From an optimization exercise on the open Yosys and OpenROAD flow, aimed at small area, a short achievable clock period and few clock cycles per item; shortcuts taken in it are not production practice.
RTL that was checked went through simulation tests only; none was proved equivalent to the original.
Only the layout flow was run in run 1; the RTL was not checked for function there.

--- design/flow/design.v ---
module sha256_core (
    input  wire         clk,
    input  wire         rst,         
    input  wire         in_valid,
    output wire         in_ready,
    input  wire [31:0]  in_data,     
    input  wire         in_first,    
    input  wire         in_last,     
    output wire         out_valid,
    input  wire         out_ready,
    output wire [255:0] out_digest   
);
    localparam [255:0] IV = 256'h6a09e667bb67ae853c6ef372a54ff53a510e527f9b05688c1f83d9ab5be0cd19;
    reg        run;              
    reg  [5:0] rnd;              
    reg        fin;              
    reg        have0;            
    reg        n_first, n_last;  
    reg        b_first, b_last;  
    reg        ovalid;
    reg        rdy;              
    reg        need;             
    reg        stq;              
    reg        free;             
    reg        s61, s62, s63;    
    reg        sch;              
    reg        hkeep;            
    reg        iv61, iv62, iv63, ivfin;  
    reg [31:0] w [0:15];         
    reg [31:0] a, b, c, d, e, f, g;
    reg [31:0] p;                
    reg [31:0] kt;               
    reg [31:0] H0, H1, H2, H3, H4, H5, H6, H7;
    wire [31:0] k_rom =
        ({32{rnd == 6'd0}} & 32'h71374491) |
        ({32{rnd == 6'd1}} & 32'hb5c0fbcf) |
        ({32{rnd == 6'd2}} & 32'he9b5dba5) |
        ({32{rnd == 6'd3}} & 32'h3956c25b) |
        ({32{rnd == 6'd4}} & 32'h59f111f1) |
        ({32{rnd == 6'd5}} & 32'h923f82a4) |
        ({32{rnd == 6'd6}} & 32'hab1c5ed5) |
        ({32{rnd == 6'd7}} & 32'hd807aa98) |
        ({32{rnd == 6'd8}} & 32'h12835b01) |
        ({32{rnd == 6'd9}} & 32'h243185be) |
        ({32{rnd == 6'd10}} & 32'h550c7dc3) |
        ({32{rnd == 6'd11}} & 32'h72be5d74) |
        ({32{rnd == 6'd12}} & 32'h80deb1fe) |
        ({32{rnd == 6'd13}} & 32'h9bdc06a7) |
        ({32{rnd == 6'd14}} & 32'hc19bf174) |
        ({32{rnd == 6'd15}} & 32'he49b69c1) |
        ({32{rnd == 6'd16}} & 32'hefbe4786) |
        ({32{rnd == 6'd17}} & 32'h0fc19dc6) |
        ({32{rnd == 6'd18}} & 32'h240ca1cc) |
        ({32{rnd == 6'd19}} & 32'h2de92c6f) |
        ({32{rnd == 6'd20}} & 32'h4a7484aa) |
        ({32{rnd == 6'd21}} & 32'h5cb0a9dc) |
        ({32{rnd == 6'd22}} & 32'h76f988da) |
        ({32{rnd == 6'd23}} & 32'h983e5152) |
        ({32{rnd == 6'd24}} & 32'ha831c66d) |
        ({32{rnd == 6'd25}} & 32'hb00327c8) |
        ({32{rnd == 6'd26}} & 32'hbf597fc7) |
        ({32{rnd == 6'd27}} & 32'hc6e00bf3) |
        ({32{rnd == 6'd28}} & 32'hd5a79147) |
        ({32{rnd == 6'd29}} & 32'h06ca6351) |
        ({32{rnd == 6'd30}} & 32'h14292967) |
        ({32{rnd == 6'd31}} & 32'h27b70a85) |
        ({32{rnd == 6'd32}} & 32'h2e1b2138) |
        ({32{rnd == 6'd33}} & 32'h4d2c6dfc) |
        ({32{rnd == 6'd34}} & 32'h53380d13) |
        ({32{rnd == 6'd35}} & 32'h650a7354) |
        ({32{rnd == 6'd36}} & 32'h766a0abb) |
        ({32{rnd == 6'd37}} & 32'h81c2c92e) |
        ({32{rnd == 6'd38}} & 32'h92722c85) |
        ({32{rnd == 6'd39}} & 32'ha2bfe8a1) |
        ({32{rnd == 6'd40}} & 32'ha81a664b) |
        ({32{rnd == 6'd41}} & 32'hc24b8b70) |
        ({32{rnd == 6'd42}} & 32'hc76c51a3) |
        ({32{rnd == 6'd43}} & 32'hd192e819) |
        ({32{rnd == 6'd44}} & 32'hd6990624) |
        ({32{rnd == 6'd45}} & 32'hf40e3585) |
        ({32{rnd == 6'd46}} & 32'h106aa070) |
        ({32{rnd == 6'd47}} & 32'h19a4c116) |
        ({32{rnd == 6'd48}} & 32'h1e376c08) |
        ({32{rnd == 6'd49}} & 32'h2748774c) |
        ({32{rnd == 6'd50}} & 32'h34b0bcb5) |
        ({32{rnd == 6'd51}} & 32'h391c0cb3) |
        ({32{rnd == 6'd52}} & 32'h4ed8aa4a) |
        ({32{rnd == 6'd53}} & 32'h5b9cca4f) |
        ({32{rnd == 6'd54}} & 32'h682e6ff3) |
        ({32{rnd == 6'd55}} & 32'h748f82ee) |
        ({32{rnd == 6'd56}} & 32'h78a5636f) |
        ({32{rnd == 6'd57}} & 32'h84c87814) |
        ({32{rnd == 6'd58}} & 32'h8cc70208) |
        ({32{rnd == 6'd59}} & 32'h90befffa) |
        ({32{rnd == 6'd60}} & 32'ha4506ceb) |
        ({32{rnd == 6'd61}} & 32'hbef9a3f7) |
        ({32{rnd == 6'd62}} & 32'hc67178f2) |
        ({32{rnd == 6'd63}} & 32'h428a2f98);
    wire acc   = in_valid && rdy;
    wire take0 = rdy && !need;
    wire stgo  = stq && in_valid;
    wire adv   = (need && run && in_valid) || free || (s61 && !(ovalid && !out_ready));
    wire go    = stgo || adv;                            
    wire rot   = (s61 && adv) || s62 || s63 || fin;      
    wire [5:0] rnd_n  = rst ? 6'd0 : stgo ? 6'd1 : (adv && !s63) ? rnd + 6'd1 : rnd;
    wire       run_n  = rst ? 1'b0 : stgo ? 1'b1 : (adv && s63) ? 1'b0 : run;
    wire       fin_n  = !rst && s63;
    wire       have_n = rst ? 1'b0 : (acc && take0) ? 1'b1 : stgo ? 1'b0 : have0;
    wire       ld_n   = run_n && (rnd_n != 6'd0) && (rnd_n <= 6'd14);
    wire       st_n   = have_n && !run_n && !fin_n;
    wire       wf_n   = !run_n || (rnd_n == 6'd63) || (rnd_n == 6'd0);
    wire       s61_n  = run_n && (rnd_n == 6'd62);
    wire       bf_n   = stgo ? n_first : b_first;
    always @(posedge clk) begin
        rnd   <= rnd_n;
        run   <= run_n;
        fin   <= fin_n;
        have0 <= have_n;
        rdy   <= (!have_n && wf_n) || st_n || ld_n;
        need  <= st_n || ld_n;
        stq   <= st_n;
        free  <= run_n && !ld_n && !s61_n;
        s61   <= s61_n;
        s62   <= run_n && (rnd_n == 6'd63);
        s63   <= run_n && (rnd_n == 6'd0);
        sch   <= run_n && (rnd_n >= 6'd15) && (rnd_n <= 6'd62);
        hkeep <= !bf_n;
        iv61  <= bf_n && s61_n;
        iv62  <= bf_n && run_n && (rnd_n == 6'd63);
        iv63  <= bf_n && run_n && (rnd_n == 6'd0);
        ivfin <= bf_n && fin_n;
        if (acc && take0) begin
            n_first <= in_first;
            n_last  <= in_last;
        end
        if (stgo) begin
            b_first <= n_first;
            b_last  <= n_last;
        end
        if (rst)
            ovalid <= 1'b0;
        else if (fin && b_last)
            ovalid <= 1'b1;
        else if (out_ready)
            ovalid <= 1'b0;
        if (!run || s63)
            kt <= stgo ? 32'h71374491 : 32'h428a2f98;
        else if (adv)
            kt <= k_rom;
    end
    wire [31:0] S1  = {e[5:0], e[31:6]} ^ {e[10:0], e[31:11]} ^ {e[24:0], e[31:25]};
    wire [31:0] ch  = (e & f) ^ (~e & g);
    wire [31:0] S0  = {a[1:0], a[31:2]} ^ {a[12:0], a[31:13]} ^ {a[21:0], a[31:22]};
    wire [31:0] mj  = (a & b) ^ (a & c) ^ (b & c);
    wire [31:0] x1  = p ^ ch ^ mj;
    wire [31:0] y1  = {((p & ch) | (p & mj) | (ch & mj)), 1'b0};
    wire [31:0] x2  = x1 ^ y1 ^ S1;
    wire [31:0] y2  = {((x1 & y1) | (x1 & S1) | (y1 & S1)), 1'b0};
    wire [31:0] x3  = x2 ^ y2 ^ S0;
    wire [31:0] y3  = {((x2 & y2) | (x2 & S0) | (y2 & S0)), 1'b0};
    wire [31:0] x4  = p ^ ch ^ d;
    wire [31:0] y4  = {((p & ch) | (p & d) | (ch & d)), 1'b0};
    wire [31:0] x5  = x4 ^ y4 ^ S1;
    wire [31:0] y5  = {((x4 & y4) | (x4 & S1) | (y4 & S1)), 1'b0};
    wire [31:0] e_new = x5 + y5;
    wire [31:0] a_new = x3 + y3;
    wire [31:0] s0  = {w[1][6:0], w[1][31:7]} ^ {w[1][17:0], w[1][31:18]} ^ (w[1] >> 3);
    wire [31:0] s1  = {w[14][16:0], w[14][31:17]} ^ {w[14][18:0], w[14][31:19]} ^ (w[14] >> 10);
    wire [31:0] u1  = s1 ^ w[9] ^ s0;
    wire [31:0] v1  = {((s1 & w[9]) | (s1 & s0) | (w[9] & s0)), 1'b0};
    wire [31:0] u2  = u1 ^ v1 ^ w[0];
    wire [31:0] v2  = {((u1 & v1) | (u1 & w[0]) | (v1 & w[0])), 1'b0};
    wire [31:0] w_new = u2 + v2;
    wire [31:0] w_in  = acc ? in_data : w_new;
    wire        w_sh  = acc || (sch && adv);
    wire [31:0] hsel = stq ? (n_first ? IV[31:0] : H7) : g;
    wire [31:0] pw   = w[15];
    wire [31:0] px   = hsel ^ kt ^ pw;
    wire [31:0] py   = {((hsel & kt) | (hsel & pw) | (kt & pw)), 1'b0};
    wire [31:0] p_new = px + py;
    wire [31:0] iva = ({32{iv61}} & IV[159:128]) | ({32{iv62}} & IV[191:160]) |    
                      ({32{iv63}} & IV[223:192]) | ({32{ivfin}} & IV[255:224]);    
    wire [31:0] ive = ({32{iv61}} & IV[31:0])    | ({32{iv62}} & IV[63:32]) |      
                      ({32{iv63}} & IV[95:64])   | ({32{ivfin}} & IV[127:96]);     
    wire [31:0] sum_a = ((H3 & {32{hkeep}}) | iva) + a;
    wire [31:0] sum_e = ((H7 & {32{hkeep}}) | ive) + e;
    assign in_ready   = rdy;
    assign out_valid  = ovalid;
    assign out_digest = {H0, H1, H2, H3, H4, H5, H6, H7};
    integer i;
    always @(posedge clk) begin
        if (w_sh) begin
            for (i = 0; i < 15; i = i + 1)
                w[i] <= w[i + 1];
            w[15] <= w_in;
        end
        if (go) begin
            if (stq) begin
                a <= n_first ? IV[255:224] : H0;
                b <= n_first ? IV[223:192] : H1;
                c <= n_first ? IV[191:160] : H2;
                d <= n_first ? IV[159:128] : H3;
                e <= n_first ? IV[127:96]  : H4;
                f <= n_first ? IV[95:64]   : H5;
                g <= n_first ? IV[63:32]   : H6;
            end else begin
                a <= a_new; b <= a; c <= b; d <= c;
                e <= e_new; f <= e; g <= f;
            end
            p <= p_new;
        end
        if (rot) begin
            H0 <= sum_a; H1 <= H0; H2 <= H1; H3 <= H2;
            H4 <= sum_e; H5 <= H4; H6 <= H5; H7 <= H6;
        end
    end
endmodule
--- design/flow/flow/run.sh ---
#!/bin/bash
# The standard layout, with the port buffers made of the smallest buffer
# (buf_1) instead of the delay buffer buffer_ports picks by default.
set -euo pipefail
bash standard.sh "BUFFER_PORTS_ARGS=-buffer_cell sky130_fd_sc_hd__buf_1" finish > orfs_make.log 2>&1
--- design/flow/standard.sh ---
#!/bin/bash
# synth_recipe.tcl (not shown) runs the flow's synth.tcl, then flattens the netlist and writes it again
# the make line also repeats each setting of config.mk as NAME=value (left out here)
make -C /OpenROAD-flow-scripts/flow DESIGN_CONFIG=/design/flow/config.mk WORK_HOME=/design/flow/orfs CLKGATE_MAP_FILE= SYNTH_SCRIPT=/design/flow/synth_recipe.tcl "${@:-finish}"
--- design/flow/config.mk ---
export PLATFORM = sky130hd
export DESIGN_NAME = sha256_core
export DESIGN_NICKNAME = sha256_core
export VERILOG_FILES = /design/flow/design.v
export SDC_FILE = /design/flow/constraint.sdc
export NUM_CORES = 4
export LEC_CHECK = 0
export CAP_MARGIN = 20
export CORE_MARGIN = 2
export CORE_UTILIZATION = 40
export CTS_CLUSTER_DIAMETER = 150
export CTS_CLUSTER_SIZE = 20
export PLACE_DENSITY = 0.6
export SETUP_SLACK_MARGIN = 5
export SLEW_MARGIN = 20
--- design/flow/constraint.sdc ---
create_clock -name core_clock -period 10.0 [get_ports {clk}]
set_input_delay 2.0000 -clock core_clock [delete_from_list [all_inputs] [get_ports {clk}]]
set_output_delay 2.0000 -clock core_clock [all_outputs]
set_load 0.01 [all_outputs]
==> results of run 1 <==
layer usage:
layer	vias up	global-route usage [%]
li1	16900	-
met1	19900	37.2
met2	2000	39.8
met3	299	4.29
met4	10	10.1
met5	-	0
cell usage in the layout (no fill, tap or decap), types with 30 or more instances in the layout:
cell type	n
a21oi_1	271
nor3_1	62
o21ai_0	169
inv_1	408
edfxtp_1	1059
nand2b_1	36
nand3_1	41
mux2_2	30
clkbuf_16	60
buf_4	130
xnor2_1	306
a21o_1	108
a31oi_1	40
xor2_1	103
o22a_1	96
fa_1	250
nand2_1	314
nor2_1	230
buf_1	296
a22o_1	73
ha_1	190
o21ai_1	37
final cells by class:
cell class | count | area [um^2]
inverters | 412 | 1550
repair buffers | 435 | 2260
diodes | 1 | 2.50
clock buffers | 80 | 1590
well taps | 1903 | 2380
fillers | 13200 | 80000
flip-flops and latches | 1083 | 32300
multi-input cells | 2849 | 23100
clock inverters | 6 | 82.6
sequential cells by signal, indices dropped and copies added, names as in the netlist, 6 cells and up:
register / cells
H5: 32
rnd: 6
e: 32
H0: 32
f: 32
H6: 32
H3: 32
a: 32
kt: 32
H4: 32
d: 32
p: 32
w: 512
H2: 32
c: 32
H7: 32
H1: 32
g: 32
b: 32
cells by family after synthesis:
kind of cell / after synthesis / synth area share [%]
AOI/OAI and AO/OA: 1081 / 12.8
muxes: 38 / 0.726
and+or+nand+nor: 846 / 6.69
buffers and inverters: 629 / 4.11
adders and majority gates: 469 / 13.3
DFF: 1083 / 56.1
xor gates and xnor gates: 415 / 6.31
what timing repair did:
| action | in CTS | in global routing |
|---|---|---|
| pin swaps | 0 | 6 |
| setup buffers | 20 | 57 |
| setup endpoints to repair | 32 | 37 |
| gates resized for setup | 9 | 18 |
stage by stage:
stage               instance area [um^2]  utilization [%]  hold slack [ns]
CTS                                62700             43.8            0.415
detailed placement                 60900             42.5            0.405
floorplan                          57600                -            0.400
global placement                   60900             42.5            0.400
finish                             63300             44.2            0.407
global route                       63300             44.2            0.423
worst max path at each step:
stage | start | to | slack, ns | depth (start not counted)
6_report | a[11] | a[26] | 5.03 | 16
3_5_place_dp | stq | p[30] | 4.60 | 15
4_1_cts | a[6] | a[31] | 5.00 | 16
3_3_place_gp | stq | p[31] | 4.66 | 14
2_1_floorplan | in_valid | w[0][0] | -0.98 | 3
5_1_grt | a[5] | a[16] | 4.83 | 16
==> impl_metrics.ini, run 1 <==
[timing]
fin_skew_ns = 0.0715
fin_crit_sh_pct = 49.7
fmax_ghz = 0.201
setup_viol = 0
tightest_slew_ns = 1.12
max_slew_margin_pct = 25.3
fin_ws_ns = 5.03
rsz0062_at_grt = yes
hold_viol_final = 0
maxSlewViolCount = 0
tns_ns = 0
layout_min_cycle_time_ns = 4.97

[clock_tree]
clock_latency_ns = 0.75
htree_levels = 2
cts_tree = done
clkSinkCount = 1083
clk_pin_slew_ns = 0.10
root_buffer = clkbuf_16
postCtsHoldBufs = 0
clock_path_buffers = 3
numCtsBuffers = 60

[worst_hold_path]
whs_path_depth = 0
hp-class = reg2reg
hold_start = w[4][15]
min_to = w[3][15]

[place]
dp_cells = 6605
dp_hpwl_mm = 147
port_buffers = 295
dp_slack_ns = 4.60
gp_congestion = 0.978

[critical_path]
max_stage_delay_ns = 0.51
worstSetupPathType = reg2reg
r2r-end = a[26]
end_kind = flop
crit_family = adder cells
r2r_start = a[11]
cp_slowest_cell = fa_1
arrival_ns = 5.45
worst_path_most_repeated_cell = fa_1
crit_path_start_kind = flop
path_cells = maj3_1, fa_1, inv_1, fa_1, inv_1, fa_1, ha_1, a211oi_1, o21ai_1, a221oi_2, o22a_1, nand3b_1, or3_1, a21oi_1, xor2_1, o21ai_1
cp_max_fo = 4
rrSetupSlack_ns = 5.03
r2r_cells = 16
cp.buffers_inverters = 2
crit_required_ns = 10.48

[floorplan]
die_area_mm2 = 0.147
die_h_um = 383
core_mm2 = 0.143
num_rows = 139
io_pins = 296
initial_core_util_pct = 40.2
chipWidth_um = 383

[route]
first_iter_violations = 5176
dr_wl_met3_mm = 17.6
met2_length_mm = 87.3
dr.pass1.iters = 8
via_per_inst = 5.78
wirelength_met1_mm = 82.6
vias = 39100
final_antenna_net_count = 0
routedWlPerCell_um = 29.0
dr.max_layer_used = met5
drt_wl_total_mm = 196
drc_errors = 0

[global_routing]
grtUsageTotal_pct = 26.1
grt_start_max_net_pins = 152
gr-total-overflow = 0
grt_pass1_vias = 36800
antenna_found_initial = 16
grt_pass1_wl_mm = 274

[synth]
synth.ff_latch_count = 1083
netlist_area_mm2 = 0.0576
syn_inst = 4561
synth_cell_type_count = 91
post-synth-top-count-cell = edfxtp_1
async_flop_share_pct = 0
synth_nets = 5039
ys_seq_area_share_pct = 56.1
synth_top_cell_area_share_pct = 55.2
ys.flop_type = edfxtp_1
ys_warn_count = 2
yosys-top-cells-count = edfxtp_1, inv_1, nand2_1
yosysTopAreaCell = edfxtp_1
yosys-top-cells-area = edfxtp_1, fa_1, xnor2_1
synth.avg_cell_area_um2 = 12.6
synth_edf_count = 1059

[outcome]
status = finished clean

[cells_and_area]
layout.nets = 5319
final_cells = 6769
drive_gt1_share_pct = 6.27
area_growth_pct = 9.96

[run]
maxCapViolations = 0
==> run 2, diff against run 1 <==
--- a/design/flow/design.v
+++ b/design/flow/design.v
@@ -25,6 +25,4 @@
     reg        s61, s62, s63;    
     reg        sch;              
-    reg        hkeep;            
-    reg        iv61, iv62, iv63, ivfin;  
     reg [31:0] w [0:15];         
     reg [31:0] a, b, c, d, e, f, g;
@@ -100,7 +98,7 @@
     wire take0 = rdy && !need;
     wire stgo  = stq && in_valid;
-    wire adv   = (need && run && in_valid) || free || (s61 && !(ovalid && !out_ready));
+    wire adv   = (need && run && in_valid) || free || (s61 && !ovalid);
     wire go    = stgo || adv;                            
-    wire rot   = (s61 && adv) || s62 || s63 || fin;      
+    wire rot   = (s61 && !ovalid) || s62 || s63 || fin;  
     wire [5:0] rnd_n  = rst ? 6'd0 : stgo ? 6'd1 : (adv && !s63) ? rnd + 6'd1 : rnd;
     wire       run_n  = rst ? 1'b0 : stgo ? 1'b1 : (adv && s63) ? 1'b0 : run;
@@ -108,8 +106,7 @@
     wire       have_n = rst ? 1'b0 : (acc && take0) ? 1'b1 : stgo ? 1'b0 : have0;
     wire       ld_n   = run_n && (rnd_n != 6'd0) && (rnd_n <= 6'd14);
-    wire       st_n   = have_n && !run_n && !fin_n;
+    wire       st_n   = have_n && !run_n;
     wire       wf_n   = !run_n || (rnd_n == 6'd63) || (rnd_n == 6'd0);
     wire       s61_n  = run_n && (rnd_n == 6'd62);
-    wire       bf_n   = stgo ? n_first : b_first;
     always @(posedge clk) begin
         rnd   <= rnd_n;
@@ -125,9 +122,4 @@
         s63   <= run_n && (rnd_n == 6'd0);
         sch   <= run_n && (rnd_n >= 6'd15) && (rnd_n <= 6'd62);
-        hkeep <= !bf_n;
-        iv61  <= bf_n && s61_n;
-        iv62  <= bf_n && run_n && (rnd_n == 6'd63);
-        iv63  <= bf_n && run_n && (rnd_n == 6'd0);
-        ivfin <= bf_n && fin_n;
         if (acc && take0) begin
             n_first <= in_first;
@@ -174,15 +166,24 @@
     wire [31:0] w_in  = acc ? in_data : w_new;
     wire        w_sh  = acc || (sch && adv);
-    wire [31:0] hsel = stq ? (n_first ? IV[31:0] : H7) : g;
+    wire [31:0] hsel = stq ? (n_first ? IV[31:0] : Hn7) : g;
     wire [31:0] pw   = w[15];
     wire [31:0] px   = hsel ^ kt ^ pw;
     wire [31:0] py   = {((hsel & kt) | (hsel & pw) | (kt & pw)), 1'b0};
     wire [31:0] p_new = px + py;
-    wire [31:0] iva = ({32{iv61}} & IV[159:128]) | ({32{iv62}} & IV[191:160]) |    
-                      ({32{iv63}} & IV[223:192]) | ({32{ivfin}} & IV[255:224]);    
-    wire [31:0] ive = ({32{iv61}} & IV[31:0])    | ({32{iv62}} & IV[63:32]) |      
-                      ({32{iv63}} & IV[95:64])   | ({32{ivfin}} & IV[127:96]);     
-    wire [31:0] sum_a = ((H3 & {32{hkeep}}) | iva) + a;
-    wire [31:0] sum_e = ((H7 & {32{hkeep}}) | ive) + e;
+    wire [31:0] iva = ({32{s61}} & IV[159:128]) | ({32{s62}} & IV[191:160]) |    
+                      ({32{s63}} & IV[223:192]) | ({32{fin}} & IV[255:224]);    
+    wire [31:0] ive = ({32{s61}} & IV[31:0])    | ({32{s62}} & IV[63:32]) |      
+                      ({32{s63}} & IV[95:64])   | ({32{fin}} & IV[127:96]);     
+    wire [31:0] sum_a = (b_first ? iva : H3) + a;
+    wire [31:0] sum_e = (b_first ? ive : H7) + e;
+    wire [31:0] rm  = {32{rot}};
+    wire [31:0] Hn0 = (rm & sum_a) | (~rm & H0);
+    wire [31:0] Hn1 = (rm & H0)    | (~rm & H1);
+    wire [31:0] Hn2 = (rm & H1)    | (~rm & H2);
+    wire [31:0] Hn3 = (rm & H2)    | (~rm & H3);
+    wire [31:0] Hn4 = (rm & sum_e) | (~rm & H4);
+    wire [31:0] Hn5 = (rm & H4)    | (~rm & H5);
+    wire [31:0] Hn6 = (rm & H5)    | (~rm & H6);
+    wire [31:0] Hn7 = (rm & H6)    | (~rm & H7);
     assign in_ready   = rdy;
     assign out_valid  = ovalid;
@@ -197,11 +198,11 @@
         if (go) begin
             if (stq) begin
-                a <= n_first ? IV[255:224] : H0;
-                b <= n_first ? IV[223:192] : H1;
-                c <= n_first ? IV[191:160] : H2;
-                d <= n_first ? IV[159:128] : H3;
-                e <= n_first ? IV[127:96]  : H4;
-                f <= n_first ? IV[95:64]   : H5;
-                g <= n_first ? IV[63:32]   : H6;
+                a <= n_first ? IV[255:224] : Hn0;
+                b <= n_first ? IV[223:192] : Hn1;
+                c <= n_first ? IV[191:160] : Hn2;
+                d <= n_first ? IV[159:128] : Hn3;
+                e <= n_first ? IV[127:96]  : Hn4;
+                f <= n_first ? IV[95:64]   : Hn5;
+                g <= n_first ? IV[63:32]   : Hn6;
             end else begin
                 a <= a_new; b <= a; c <= b; d <= c;
@@ -210,8 +211,6 @@
             p <= p_new;
         end
-        if (rot) begin
-            H0 <= sum_a; H1 <= H0; H2 <= H1; H3 <= H2;
-            H4 <= sum_e; H5 <= H4; H6 <= H5; H7 <= H6;
-        end
+        H0 <= Hn0; H1 <= Hn1; H2 <= Hn2; H3 <= Hn3;
+        H4 <= Hn4; H5 <= Hn5; H6 <= Hn6; H7 <= Hn7;
     end
 endmodule
==> design/flow/flow/run.sh (replaced) <==
#!/bin/bash
# The standard layout, with the port buffers made of the smallest buffer
# (buf_1) instead of the delay buffer buffer_ports picks by default.
set -euo pipefail
bash standard.sh "BUFFER_PORTS_ARGS=-buffer_cell sky130_fd_sc_hd__buf_1" SETUP_SLACK_MARGIN=6.5 finish > orfs_make.log 2>&1
--- a/design/flow/config.mk
+++ b/design/flow/config.mk
@@ -9,6 +9,4 @@
 export CORE_MARGIN = 2
 export CORE_UTILIZATION = 40
-export CTS_CLUSTER_DIAMETER = 150
-export CTS_CLUSTER_SIZE = 20
 export PLACE_DENSITY = 0.6
 export SETUP_SLACK_MARGIN = 5
==> run 2 against run 1 <==
  * Synthesized area about the same
  * Cell count increased by 16%
  * Critical endpoint is now e[21]
  * Clock-buffer cell count increased by 67
  * First-iteration DRC count decreased by 11%
  * Still clean on timing, DRC and antenna
  * Largest cell class unchanged
  * Non-clock buffer count increased by 319
  * Global-route usage increased by 3.7 points
==> impl_metrics.ini, run 2 <==
[place]
placed_area_mm2 = 0.0607
dp_hpwl_mm = 158
gp_congestion = 0.995
dp_cells = 7230
dp_slack_ns = 4.33
port_buffers = 295

[cells_and_area]
final_cell_mix = edfxtp_1, nand2_1, inv_1
final_common_cell = edfxtp_1
largest_reg_flops = 512
area_growth_pct = 25.8
top_register = w
drive_gt1_share_pct = 22.1
final_area_mm2 = 0.0725
final_cells = 7849
final_util_pct = 50.6
layout.nets = 6324

[route]
drt_wl_total_mm = 226
final_antenna_net_count = 0
first_iter_violations = 4618
routedWlPerCell_um = 28.8
vias = 44700
dr.pass1.iters = 6
drc_errors = 0
via_per_inst = 5.69

[synth]
post-synth-top-count-cell = edfxtp_1
ys_seq_area_share_pct = 51.4
yosys-top-cells-count = edfxtp_1, nand2_1, inv_1
yosys-top-cells-area = edfxtp_1, dfxtp_1, fa_1
ys_warn_count = 2
netlist_area_mm2 = 0.0576
yosysTopAreaCell = edfxtp_1
synth_cell_type_count = 92
async_flop_share_pct = 0
synth_top_cell_area_share_pct = 41.9
syn_inst = 5234
synth_edf_count = 804
ys.flop_type = edfxtp_1
synth.ff_latch_count = 1078
synth_nets = 5712
synth.avg_cell_area_um2 = 11.0

[outcome]
status = finished clean

[timing]
tns_ns = 0
hold_viol_final = 0
setup_viol = 0
fin_ws_ns = 5.23
maxSlewViolCount = 0
rsz0062_at_grt = yes
max_slew_margin_pct = 17.3
fmax_ghz = 0.210
fin_crit_sh_pct = 47.7
tightest_slew_ns = 1.24
layout_min_cycle_time_ns = 4.77
fin_skew_ns = 0.0297
holdWs_ns = 0.396

[global_routing]
gr-total-overflow = 0
grt_start_max_net_pins = 109
grt_pass1_vias = 42800
antenna_found_initial = 5
grt_pass1_wl_mm = 312
grtUsageTotal_pct = 29.7

[clock_tree]
htree_levels = 3
postCtsHoldBufs = 0
clock_path_buffers = 3
clock_latency_ns = 0.76
numCtsBuffers = 113
cts_tree = done
clk_pin_slew_ns = 0.07
root_buffer = clkbuf_16
clkSinkCount = 1078

[floorplan]
chipWidth_um = 383
die_area_mm2 = 0.147
io_pins = 296
initial_core_util_pct = 40.2
die_h_um = 383
core_mm2 = 0.143
num_rows = 139

[critical_path]
cp_max_fo = 3
cp_slowest_cell = fa_1
worstSetupPathType = reg2reg
crit_path_start_kind = flop
path_cells = mux2_4, buf_6, buf_6, fa_1, inv_1, fa_1, inv_1, ha_2, inv_2, fa_2, nor2b_1, o21a_1, o21ai_2, a211o_1, a21boi_2, o21a_1, o31ai_4, a21boi_2, xor2_2, a22o_1
end_kind = flop
max_stage_delay_ns = 0.47
crit_required_ns = 10.61
arrival_ns = 5.38

[run]
maxCapViolations = 0

[worst_hold_path]
hp-class = reg2reg
-- run 2: final timing paths --
path | start | end | cells past startpoint | slack [ns]
worst max-delay path | e[1] | e[21] | 20 | 5.23
worst min-delay path | w[8][25] | w[7][25] | 0 | 0.40
worst max register to register | e[1] | e[21] | 20 | 5.23
worst min register to register | w[8][25] | w[7][25] | 0 | 0.40
-- run 2: cell type report --
| class | instances | area (um^2) |
|---|---|---|
| Clock inverter | 67 | 906 |
| Tap cell | 1903 | 2380 |
| Clock buffer | 147 | 3120 |
| Timing Repair Buffer | 754 | 5640 |
| Sequential cell | 1078 | 29700 |
| Fill cell | 12700 | 70800 |
| Inverter | 432 | 1630 |
| Antenna cell | 1 | 2.50 |
| Multi-Input combinational cell | 3467 | 29100 |
-- run 2: critical path: cells and delay by family, from the launching register on --
family | cells | cell delay [ns]
XOR/XNOR | 1 | 0.35
flip-flops | 1 | 0.41
AO/OA/AOI/OAI | 8 | 1.53
adder cells (fa/ha/maj) | 4 | 1.45
buffers and inverters | 5 | 0.38
AND/OR/NAND/NOR | 1 | 0.15
multiplexers | 1 | 0.35
-- run 2: repair_timing --
| action | 4_1_cts | 5_1_grt |
|---|---|---|
| pin swaps | 263 | 239 |
| resized for setup | 642 | 349 |
| cloned | 17 | 3 |
| setup endpoints to repair | 890 | 431 |
| buffers inserted | 272 | 112 |
-- run 2: kinds of logic (layout without fill, tap and decap cells) --
family / Yosys count / count (layout) / share of synthesized area, %
simple gates: 1438 / 1441 / 10.8
compound gates: 1105 / 1105 / 12.9
flops: 1078 / 1078 / 51.4
buf+inv: 692 / 1400 / 4.51
fa+ha+maj: 468 / 468 / 13.3
xor+xnor: 406 / 406 / 6.17
mux: 47 / 47 / 0.893
other cells: 0 / 1 / 0
-- run 2: per-layer routing --
metal	up-vias	routed length (um)	GRT usage [%]
met5	-	57	0
met3	518	21400	7.10
li1	19500	-	-
met2	2152	102000	46.1
met1	22500	90200	39.3
met4	8	12900	14.1
Testbench counts of run 2, summed over its fixed seeds: cycles 51,894, blocks 798.
==> run 3, diff against run 2 <==
==> design/flow/run.sh (new file) <==
#!/bin/bash
# synth_recipe.tcl (not shown) runs the flow's synth.tcl, then flattens the netlist and writes it again
# the make line also repeats each setting of config.mk as NAME=value (left out here)
make -C /OpenROAD-flow-scripts/flow DESIGN_CONFIG=/design/flow/config.mk WORK_HOME=/design/flow/orfs CLKGATE_MAP_FILE= SYNTH_SCRIPT=/design/flow/synth_recipe.tcl finish
removed: design/flow/flow/run.sh
removed: design/flow/standard.sh
==> run 3 against run 2 <==
  * Still clean
  * Maximum frequency shrank 3.6%
  * Clock skew grew 0.042 ns
  * Critical path depth grew 9
  * Synthesized area is the same
  * Synthesized cell count is the same
  * Critical endpoint is now p[9]
==> impl_metrics.ini, run 3 <==
[outcome]
status = finished clean

[synth]
synth_nets = 5712
synth.avg_cell_area_um2 = 11.0
synth_compound_area_share_pct = 12.9
synth_xor_area_share_pct = 6.17
yosys-top-cells-area = edfxtp_1, dfxtp_1, fa_1
post-synth-top-count-cell = edfxtp_1
synth_cell_type_count = 92
yosysTopAreaCell = edfxtp_1
yosys-top-cells-count = edfxtp_1, nand2_1, inv_1
ys_warn_count = 2
ys_seq_area_share_pct = 51.4
synthAdderAreaFrac_pct = 13.3
netlist_area_mm2 = 0.0576
synth_top_cell_area_share_pct = 41.9
yosys.area_share.simple_pct = 10.8
synthMuxAreaShare_pct = 0.893
async_flop_share_pct = 0
synth.ff_latch_count = 1078
synth_top_family_by_area = adder cells
syn_inst = 5234
synth_edf_count = 804
ys.flop_type = edfxtp_1

[floorplan]
initial_core_util_pct = 40.2
core_mm2 = 0.143
die_area_mm2 = 0.147
die_h_um = 383
io_pins = 296
num_rows = 139
chipWidth_um = 383

[clock_tree]
root_buffer = clkbuf_16
clkSinkCount = 1078
htree_levels = 3
numCtsBuffers = 113
cts_tree = done
clk_pin_slew_ns = 0.07
clock_latency_ns = 0.76
clock_path_buffers = 3

[timing]
max_slew_margin_pct = 25.6
fin_skew_ns = 0.0713
tightest_slew_ns = 1.12
holdWs_ns = 0.414
hold_viol_final = 0
fin_crit_sh_pct = 49.4
setup_viol = 0
fmax_ghz = 0.202
maxSlewViolCount = 0
rsz0062_at_grt = yes
layout_min_cycle_time_ns = 4.94

[worst_hold_path]
hp-class = reg2reg

[place]
dp_hpwl_mm = 159
port_buffers = 295
gp_congestion = 0.959
dp_cells = 7235

[route]
drc_errors = 0
dr.pass1.iters = 5
vias = 42600
final_antenna_net_count = 0
first_iter_violations = 4410
via_per_inst = 5.62
drt_wl_total_mm = 213
routedWlPerCell_um = 28.1

[critical_path]
arrival_ns = 5.44
max_stage_delay_ns = 0.54
crit_required_ns = 10.49
worstSetupPathType = reg2reg
crit_path_start_kind = flop
end_kind = flop
cp_slowest_cell = fa_1
cp_max_fo = 5
worst_path_most_repeated_cell = buf_4

[global_routing]
gr-total-overflow = 0
grtUsageTotal_pct = 28.2
grt_pass1_wl_mm = 297
antenna_found_initial = 7
grt_pass1_vias = 41000
grt_start_max_net_pins = 181

[cells_and_area]
layout.nets = 6064
drive_gt1_share_pct = 10.2
final_util_pct = 47.8
largest_reg_flops = 512
final_cell_mix = edfxtp_1, nand2_1, inv_1
final_common_cell = edfxtp_1
final_cells = 7591
area_growth_pct = 19.0
top_register = w

[run]
maxCapViolations = 0
run 3: cell counts after synthesis:
No cell type changed its count.
run 3: stage by stage:
step | worst slack, ns | setup TNS (ns) | cell area, um^2
5_1_grt | 4.91 | 0 | 68500
6_report | 5.06 | 0 | 68500
3_5_place_dp | 4.23 | 0 | 62600
3_3_place_gp | 4.36 | 0 | 62600
2_1_floorplan | -0.861 | -440.95 | 57600
4_1_cts | 4.88 | 0 | 67200
run 3: final cells by class:
class / count / area, um^2
flip-flops and latches: 1078 / 29600
diodes: 1 / 2.50
repair buffers: 495 / 4740
fillers: 13000 / 74800
multi-input cells: 3466 / 26200
inverters: 432 / 1620
clock inverters: 81 / 928
clock buffers: 135 / 3030
well taps: 1903 / 2380
run 3: cell families after synthesis:
logic type / after synthesis
XOR/XNOR: 406
AND/OR/NAND/NOR: 1438
multiplexers: 47
buffers and inverters: 692
adder cells (fa/ha/maj): 468
flip-flops: 1078
AO/OA/AOI/OAI: 1105
run 3: critical path, delay by kind of cell (launching register included):
| kind | cells | cell delay [ns] |
|---|---|---|
| buffers and inverters | 16 | 1.93 |
| AND/OR/NAND/NOR | 5 | 0.75 |
| AO/OA/AOI/OAI | 5 | 0.69 |
| flip-flops | 1 | 0.36 |
| adder cells (fa/ha/maj) | 3 | 0.94 |
run 3: what timing repair did:
action,CTS,global route
pin swaps,4,45
setup buffers,48,83
cloned,3,4
hold buffers,0,0
hold endpoints to repair,0,0
gates resized for setup,44,128
setup endpoints to repair,53,41
run 3: final timing paths:
path         slack [ns]      from  cells past startpoint       end
max reg2reg        5.06       s61                     29      p[9]
min reg2reg        0.41  w[7][23]                      0  w[6][23]
max                5.06       s61                     29      p[9]
min                0.41  w[7][23]                      0  w[6][23]
run 3: per-layer routing:
layer | vias to the layer above | part of all wire, % | global-route usage (%)
met1 | 21500 | 42 | 38.9
met4 | 2 | 4.2 | 9.88
met3 | 342 | 7.4 | 4.69
met5 | - | 0.0061 | 0
li1 | 19000 | - | -
met2 | 1796 | 46 | 44.8

port drivers added, routing unchanged:
The flow's constraints put no driver on any port. The routed layouts listed below were extracted and timed again, unchanged, in two steps. Step 1 (the two cells are an assumption about what drives the block):
set clk [get_ports {clk}]
set_driving_cell -lib_cell sky130_fd_sc_hd__clkbuf_16 $clk
set_driving_cell -lib_cell sky130_fd_sc_hd__buf_2 [delete_from_list [all_inputs] $clk]
Step 2, shift: input delay + t, output delay - t, t = (earliest + latest rising clock arrival at the registers) / 2. This alone moves slack from input paths to output paths. a / b / c = ideal ports / drivers / drivers and shift; a / b = the first two.
run | t (ns) | setup slack, ns | cell pins on the clock port's net
run 1 | 0.797 | 5.031 / 5.031 / 5.031 | 1
run 2 | 0.835 | 5.234 / 5.234 / 5.234 | 1
run 3 | 0.822 | 5.056 / 5.056 / 4.442 | 1
After both steps every run listed still meets setup and hold. For run 3, which loses most, drivers alone change the setup slack by 0.000 ns; drivers and shift together by -0.614 ns.
